This design comes from an exercise in tuning for small area and a short achievable clock period on the open sky130 flow, not from production work. No functional check of the RTL was part of this run.

[design/flow/config.mk]
export PLATFORM = sky130hd
export DESIGN_NAME = pxp_layer_engine
export DESIGN_NICKNAME = pxp_layer_engine
export VERILOG_FILES = /design/flow/design.v
export SDC_FILE = /design/flow/constraint.sdc
export NUM_CORES = 4
export LEC_CHECK = 0
export CAP_MARGIN = 20
export CORE_MARGIN = 2
export CORE_UTILIZATION = 25
export SLEW_MARGIN = 20
[design/flow/constraint.sdc]
create_clock -name core_clock -period 90.0 [get_ports {clk}]
set_input_delay 18.0000 -clock core_clock [delete_from_list [all_inputs] [get_ports {clk}]]
set_output_delay 18.0000 -clock core_clock [all_outputs]
set_load 0.01 [all_outputs]
[design/flow/design.v]
module pxp_layer_engine (
    input  wire         clk,
    input  wire         rst,
    input  wire         cfg_we,
    input  wire [2:0]   cfg_sel,
    input  wire [39:0]  cfg_data,
    input  wire         in_valid,
    input  wire [159:0] in_pix,
    input  wire [3:0]   in_transp,
    input  wire [3:0]   in_err,
    output wire         out_valid,
    output wire [29:0]  out_pix,
    output wire         out_err
);
    localparam NL = 4;
    reg        l_en      [0:NL-1];
    reg        l_premult [0:NL-1];
    reg [1:0]  l_key     [0:NL-1];
    reg        l_invert  [0:NL-1];
    reg [1:0]  l_keylay  [0:NL-1];
    reg [9:0]  l_global  [0:NL-1];
    reg [9:0]  l_clip_lo [0:NL-1];
    reg [9:0]  l_clip_hi [0:NL-1];
    reg [29:0] bg;
    reg [2:0]  nlayers;
    integer i;
    always @(posedge clk) begin
        if (rst) begin
            for (i = 0; i < NL; i = i + 1) begin
                l_en[i]      <= 1'b0;
                l_premult[i] <= 1'b0;
                l_key[i]     <= 2'd0;
                l_invert[i]  <= 1'b0;
                l_keylay[i]  <= 2'd0;
                l_global[i]  <= 10'd0;
                l_clip_lo[i] <= 10'd0;
                l_clip_hi[i] <= 10'd0;
            end
            bg      <= {10'd64, 10'd512, 10'd512};
            nlayers <= 3'd0;
        end else if (cfg_we) begin
            if (cfg_sel < NL) begin
                l_en[cfg_sel[1:0]]      <= cfg_data[39];
                l_premult[cfg_sel[1:0]] <= cfg_data[38];
                l_key[cfg_sel[1:0]]     <= cfg_data[37:36];
                l_invert[cfg_sel[1:0]]  <= cfg_data[35];
                l_keylay[cfg_sel[1:0]]  <= cfg_data[33:32];
                l_global[cfg_sel[1:0]]  <= cfg_data[29:20];
                l_clip_lo[cfg_sel[1:0]] <= cfg_data[19:10];
                l_clip_hi[cfg_sel[1:0]] <= cfg_data[9:0];
            end else if (cfg_sel == 3'd4) begin
                bg      <= cfg_data[29:0];
                nlayers <= (cfg_data[32:30] > NL) ? NL[2:0] : cfg_data[32:30];
            end
        end
    end
    function [9:0] clamp10;
        input [10:0] v;
        begin
            if (v < 11'd4)         clamp10 = 10'd4;
            else if (v > 11'd1019) clamp10 = 10'd1019;
            else                   clamp10 = v[9:0];
        end
    endfunction
    function [10:0] div1023;
        input [19:0] x;
        reg   [10:0] t;
        begin
            t       = {1'b0, x[9:0]} + {1'b0, x[19:10]} + 11'd1;
            div1023 = {1'b0, x[19:10]} + {10'd0, t[10]};
        end
    endfunction
    function [10:0] divstep;       
        input [9:0] r;
        input       nb;
        input [9:0] d;
        reg   [11:0] t;
        begin
            t = {1'b0, r, nb} - {2'b0, d};
            if (t[11]) divstep = {1'b0, r[8:0], nb};
            else       divstep = {1'b1, t[9:0]};
        end
    endfunction
    function [9:0] blend;
        input       pm;
        input [9:0] a;
        input [9:0] f;
        input [9:0] b;
        reg   [9:0]  fm;
        reg   [10:0] d;
        reg   [19:0] num;
        reg   [10:0] q;
        begin
            fm  = pm ? 10'd0 : f;
            d   = {1'b0, fm} - {1'b0, b};
            num = a * d[9:0] + {b - (d[10] ? a : 10'd0), 10'd0} - {10'd0, b} + 20'd511;
            q   = div1023(num);
            blend = clamp10(q + (pm ? {1'b0, f} : 11'd0));
        end
    endfunction
    reg         r0_v;
    reg [159:0] r0_pix;
    reg [3:0]   r0_tr;
    reg [3:0]   r0_er;
    always @(posedge clk) begin
        if (rst) r0_v <= 1'b0;
        else     r0_v <= in_valid;
        r0_pix <= in_pix;
        r0_tr  <= in_transp;
        r0_er  <= in_err;
    end
    reg         r1_v;
    reg [119:0] r1_f;
    reg [3:0]   r1_act, r1_er, r1_div;
    reg [9:0]   r1_r  [0:NL-1];    
    reg [4:0]   r1_q  [0:NL-1];
    reg [4:0]   r1_nl [0:NL-1];    
    reg [3:0]   act_c;
    reg [9:0]   ys, dd, rr, n;
    reg         ka, le, ge;
    reg [19:0]  num_c;
    reg [10:0]  st;
    reg [4:0]   qc;
    integer     j;
    always @* begin
        for (i = 0; i < NL; i = i + 1)
            act_c[i] = l_en[i] && (i < nlayers) && !r0_tr[i];
    end
    always @(posedge clk) begin
        if (rst) r1_v <= 1'b0;
        else     r1_v <= r0_v;
        for (i = 0; i < NL; i = i + 1) begin
            r1_f[30*i +: 30] <= act_c[i] ? r0_pix[40*i +: 30] : 30'd0;
            r1_act[i] <= act_c[i];
            r1_er[i]  <= r0_er[i];
            if (l_key[i] == 2'd3) begin
                ys = r0_pix[40*l_keylay[i]+20 +: 10];
                ka = act_c[l_keylay[i]];
            end else begin
                ys = r0_pix[40*i+20 +: 10];
                ka = 1'b1;
            end
            le = ys <= l_clip_lo[i];
            ge = ys >= l_clip_hi[i];
            dd = l_clip_hi[i] - l_clip_lo[i];
            n  = ys - l_clip_lo[i];
            num_c = {n, 10'd0} - {10'd0, n} + {11'd0, dd[9:1]};
            rr = num_c[19:10];
            for (j = 9; j >= 5; j = j - 1) begin
                st = divstep(rr, num_c[j], dd);
                qc[j-5] = st[10];
                rr = st[9:0];
            end
            r1_q[i]  <= qc;
            r1_nl[i] <= num_c[4:0];
            if (l_key[i] == 2'd0) begin
                r1_div[i] <= 1'b0;
                r1_r[i]   <= 10'd1023;
            end else if (l_key[i] == 2'd1) begin
                r1_div[i] <= 1'b0;
                r1_r[i]   <= r0_pix[40*i+30 +: 10];
            end else if (!ka || le) begin
                r1_div[i] <= 1'b0;
                r1_r[i]   <= 10'd0;
            end else if (ge) begin
                r1_div[i] <= 1'b0;
                r1_r[i]   <= 10'd1023;
            end else begin
                r1_div[i] <= 1'b1;
                r1_r[i]   <= rr;
            end
        end
    end
    reg         r2_v;
    reg [119:0] r2_f;
    reg [3:0]   r2_act, r2_er;
    reg [9:0]   r2_k [0:NL-1];
    reg [9:0]   kk;
    always @(posedge clk) begin
        if (rst) r2_v <= 1'b0;
        else     r2_v <= r1_v;
        r2_f   <= r1_f;
        r2_act <= r1_act;
        r2_er  <= r1_er;
        for (i = 0; i < NL; i = i + 1) begin
            dd = l_clip_hi[i] - l_clip_lo[i];
            rr = r1_r[i];
            for (j = 4; j >= 0; j = j - 1) begin
                st = divstep(rr, r1_nl[i][j], dd);
                qc[j] = st[10];
                rr = st[9:0];
            end
            kk = r1_div[i] ? {r1_q[i], qc} : r1_r[i];
            r2_k[i] <= l_invert[i] ? ~kk : kk;
        end
    end
    reg         r3_v;
    reg [119:0] r3_f;
    reg [39:0]  r3_a;
    reg         r3_er;
    reg [10:0]  ac;
    reg         ec;
    always @(posedge clk) begin
        if (rst) r3_v <= 1'b0;
        else     r3_v <= r2_v;
        r3_f <= r2_f;
        ec = 1'b0;
        for (i = 0; i < NL; i = i + 1) begin
            ac = div1023(r2_k[i] * l_global[i] + 20'd511);
            if (!r2_act[i]) ac = 11'd0;
            r3_a[10*i +: 10] <= ac[9:0];
            if (ac[9:0] != 10'd0 && r2_er[i]) ec = 1'b1;
        end
        r3_er <= ec;
    end
    wire [29:0] bgc = {clamp10({1'b0, bg[29:20]}), clamp10({1'b0, bg[19:10]}),
                       clamp10({1'b0, bg[9:0]})};
    reg         r4_v, r5_v, r6_v, r7_v;
    reg         r4_er, r5_er, r6_er, r7_er;
    reg [29:0]  r4_b, r5_b, r6_b, r7_b;
    reg [89:0]  r4_f;
    reg [29:0]  r4_a;
    reg [59:0]  r5_f;
    reg [19:0]  r5_a;
    reg [29:0]  r6_f;
    reg [9:0]   r6_a;
    always @(posedge clk) begin
        if (rst) begin
            r4_v <= 1'b0; r5_v <= 1'b0; r6_v <= 1'b0; r7_v <= 1'b0;
        end else begin
            r4_v <= r3_v; r5_v <= r4_v; r6_v <= r5_v; r7_v <= r6_v;
        end
        r4_er <= r3_er; r5_er <= r4_er; r6_er <= r5_er; r7_er <= r6_er;
        r4_f <= r3_f[119:30];  r4_a <= r3_a[39:10];
        r5_f <= r4_f[89:30];   r5_a <= r4_a[29:10];
        r6_f <= r5_f[59:30];   r6_a <= r5_a[19:10];
        r4_b <= {blend(l_premult[0], r3_a[9:0], r3_f[29:20], bgc[29:20]),
                 blend(l_premult[0], r3_a[9:0], r3_f[19:10], bgc[19:10]),
                 blend(l_premult[0], r3_a[9:0], r3_f[9:0],   bgc[9:0])};
        r5_b <= {blend(l_premult[1], r4_a[9:0], r4_f[29:20], r4_b[29:20]),
                 blend(l_premult[1], r4_a[9:0], r4_f[19:10], r4_b[19:10]),
                 blend(l_premult[1], r4_a[9:0], r4_f[9:0],   r4_b[9:0])};
        r6_b <= {blend(l_premult[2], r5_a[9:0], r5_f[29:20], r5_b[29:20]),
                 blend(l_premult[2], r5_a[9:0], r5_f[19:10], r5_b[19:10]),
                 blend(l_premult[2], r5_a[9:0], r5_f[9:0],   r5_b[9:0])};
        r7_b <= {blend(l_premult[3], r6_a[9:0], r6_f[29:20], r6_b[29:20]),
                 blend(l_premult[3], r6_a[9:0], r6_f[19:10], r6_b[19:10]),
                 blend(l_premult[3], r6_a[9:0], r6_f[9:0],   r6_b[9:0])};
    end
    assign out_valid = r7_v;
    assign out_pix   = r7_b;
    assign out_err   = r7_er;
endmodule
[design/flow/run.sh]
#!/bin/bash
# synth_recipe.tcl (not shown) runs the flow's synth.tcl, then flattens the netlist and writes it again
# the make line also repeats each setting of config.mk as NAME=value (left out here)
make -C /OpenROAD-flow-scripts/flow DESIGN_CONFIG=/design/flow/config.mk WORK_HOME=/design/flow/orfs CLKGATE_MAP_FILE= SYNTH_SCRIPT=/design/flow/synth_recipe.tcl finish
==> notes.md <==
==> cell families (layout without fill, tap and decap cells) <==
group	after synthesis	in the layout
compound gates	2493	2493
xor+xnor	891	891
fa+ha+maj	3400	3400
buf+inv	2879	3190
flops	1262	1262
mux	299	299
other cells	0	15
simple gates	4264	4264
==> through the flow <==
stage	utilization (%)	cells	setup WS (ns)
after CTS	28.1	23085	70.11
after detailed placement	27.1	22798	69.15
final	28.1	23101	69.97
after global routing	28.1	23091	68.52
after global placement	27.1	22798	69.25
after floorplan	-	15488	70.13
==> cell type report <==
| class | count | area, um^2 |
|---|---|---|
| fill | 58322 | 397000 |
| multi-input combinational | 11347 | 101000 |
| sequential | 1262 | 26700 |
| inverter | 2515 | 9450 |
| tap | 7287 | 9120 |
| clock buffer | 197 | 4310 |
| timing repair buffer | 388 | 3530 |
| clock inverter | 90 | 1160 |
| antenna | 15 | 37.5 |
==> final timing paths <==
path | from | end | slack, ns | cells after the start
setup / recovery | cfg_sel[0] | l_global[1][8] | 69.97 | 6
hold / removal | r1_er[0] | r2_er[0] | 0.29 | 0
setup reg to reg | l_keylay[2][1] | r1_r[2][9] | 70.21 | 80
hold reg to reg | r1_er[0] | r2_er[0] | 0.29 | 0
==> state kept, by name (all words and copies together) (netlist names), 10 cells and up <==
name	count
r4_f	90
l_global	40
r5_a	20
r5_b	30
r7_b	30
r4_b	30
r6_a	10
r1_nl	20
r1_r	40
l_clip_hi	40
r3_f	120
r1_q	20
r1_f	120
r2_k	40
l_clip_lo	40
r6_f	30
r3_a	40
r5_f	60
r4_a	30
bg	30
r2_f	120
r6_b	30
r0_pix	160
==> per-layer routing <==
layer / wire, um / GRT usage (%) / vias up
met5: 66 / 0 / -
met4: 10700 / 3.49 / 10
met3: 24700 / 2.52 / 525
met2: 174000 / 22.5 / 2338
met1: 172000 / 17.7 / 50510
li1: - / - / 50746
==> cell usage in the layout (no fill, tap or decap), drive strengths merged, types with 140 or more instances in the layout <==
master,count
fa,1340
mux2,177
xnor2,659
nor2,588
dfxtp,1114
clkbuf,197
a21oi,791
xor2,228
clkdlybuf4s50,244
o21bai,179
inv,2549
o21ai,542
a21boi,154
nand2b,186
nor2b,371
edfxtp,148
buf,144
ha,2059
nand2,1509
nor3,140
a21o,248
and2,986
==> key figures <==
Outcome
  – Status: no timing/DRC/antenna violations

Floorplanning
  – Die ar.: 0.560 mm^2
  – Io pins: 247
  – # rows: 273
  – Die Y: 749 um
  – DIE WIDTH: 749 um
  – Starting density of the core: 25.1%
  – Core Region: 0.553 mm^2

Logic synthesis
  – Net Count, Synth: 19102
  – Number of flops mapped to enable cells by yosys: 148
  – Area share of fa/ha/maj cells after synthesis: 37.9%
  – Commonest cells in the netlist: inv_1, ha_1, nand2_1, fa_1, dfxtp_1
  – Compound-gate portion of the synthesized area: 11.4%
  – Most used flip-flop cell after synthesis: dfxtp_1
  – Most frequent cell after synthesis: inv_1
  – Simple logic cell fraction of the synthesized area: 15.4%
  – Xor/xnor share of the synthesized area: 5.67%
  – Synth Warn #: 5
  – Synth cell types: 120
  – Post-synth top area cell: fa_1
  – Post-synthesis sequential area ratio: 19.3%
  – Mux cell area share after synthesis: 2.39%
  – Syn Std Cell Area: 0.139 mm^2
  – Post-Syn Area per Cell: 8.95 um^2
  – Largest family of logic cells by synthesized area: adder cells
  – Post-synthesis async set-or-reset flop share: 0%
  – Yosys top cell area share: 19.4%
  – Synth top area cells: fa_1, ha_1, dfxtp_1, inv_1, and2_1
  – FF+latch count, synth: 1262
  – Post-Syn Instances: 15488

Placement
  – Placed wire-length estimate: 306000 um
  – Placed cell areas: 0.150 mm^2
  – Final Wtd Congestion: 0.892
  – I/O Buffers: 245

Setup path
  – CP max FO: 37
  – CP Cell Sequence: clkdlybuf4s50_1, buf_4, nand2b_1, nor2_2, buf_4, or2_2
  – CP max-delay cell: or2_2
  – Crit start category: input pin
  – CP required: 90.48 ns
  – Delay-heaviest family, CP: simple AND/OR/NAND/NOR gates
  – Max stage delay on crit path: 0.90 ns
  – Arr. time, crit path: 20.50 ns
  – Critical path endpoint category: flop
  – Worst setup path class: in2reg
  – Cell repeated most along the worst path: buf_4
  – WP buf/inv: 3

Clock network
  – Sink Count: 1262
  – Insertion delay to the later sink of the worst-skew pair: 0.92 ns
  – CTS tree: yes
  – TritonCTS buffer count: 159
  – Cts repair resizes: 0
  – CTS Hold Bufs: 0
  – Reg clk slew, reported paths: 0.07 ns
  – Post CTS Setup Buffer Count: 0
  – H-tree Lvls: 4
  – Clock Tree Root: clkbuf_16
  – Max Root-Sink Buffers: 4

Finish
  – Proportion of layout cells with a drive suffix above 1: 4.73%
  – Final-stage net count: 19287
  – Cell area after layout: 0.155 mm^2
  – Syn-to-layout area delta: 12.2%

Timing
  – Endpoints failing setup: 0
  – Relative slew slack: 18.0%
  – Slew Limit Fails: 0
  – Worst slew pin tran: 1.21 ns
  – Tcrit/Tclk final: 22.3%
  – Worst hold slack: 0.294 ns
  – Minimum clock period: 20.03 ns
  – RSZ-0062 raised after global routing: false
  – Fin Clk Skew: 0.0836 ns
  – Hold Fails Final Rpt: 0
  – Fmax: 49.9 MHz
  – Setup TNS: 0 ns

Drt
  – Wire per inst: 16.5 um
  – Detailed Route WL: 381000 um
  – DRC errors left: 0
  – Remaining antenna violation count: 0
  – Vias post-DR: 104129
  – DRT iter0 DRCs: 6015
  – First drt pass iteration count: 6
  – Via-to-Cell Ratio: 4.51

Global route
  – Initial antenna violation count: 59
  – First-pass GRT wire length: 597000 um
  – Grt ovf: 0
  – Gr usage total: 13.4%
  – Vias in the first global route: 106257
  – Largest net degree at the start of global routing: 69

Run
  – Max cap viols: 0

Min path
  – Worst Hold Class: reg2reg

==> separate check: timing with driven ports <==
In the flow no input, the clock included, has a driving cell. The finished layout below was timed again as built, in two steps. Step 1 assumes that a clkbuf_16 drives the clock port and a buf_2 every other input. Step 2 also shifts input and output timing later by t, the mid clock arrival at the registers, as if the neighbouring blocks saw the same clock. Slacks: ideal ports / drivers / drivers and shift; pairs: ideal ports / drivers.
t (ns): 0.988
setup WS [ns]: 69.972 / 70.004 / 69.017
cell pins on the clock port's net: 1
After both steps this run still meets setup and hold. The setup slack of this run moves by +0.032 ns with the drivers and by -0.955 ns with both steps.
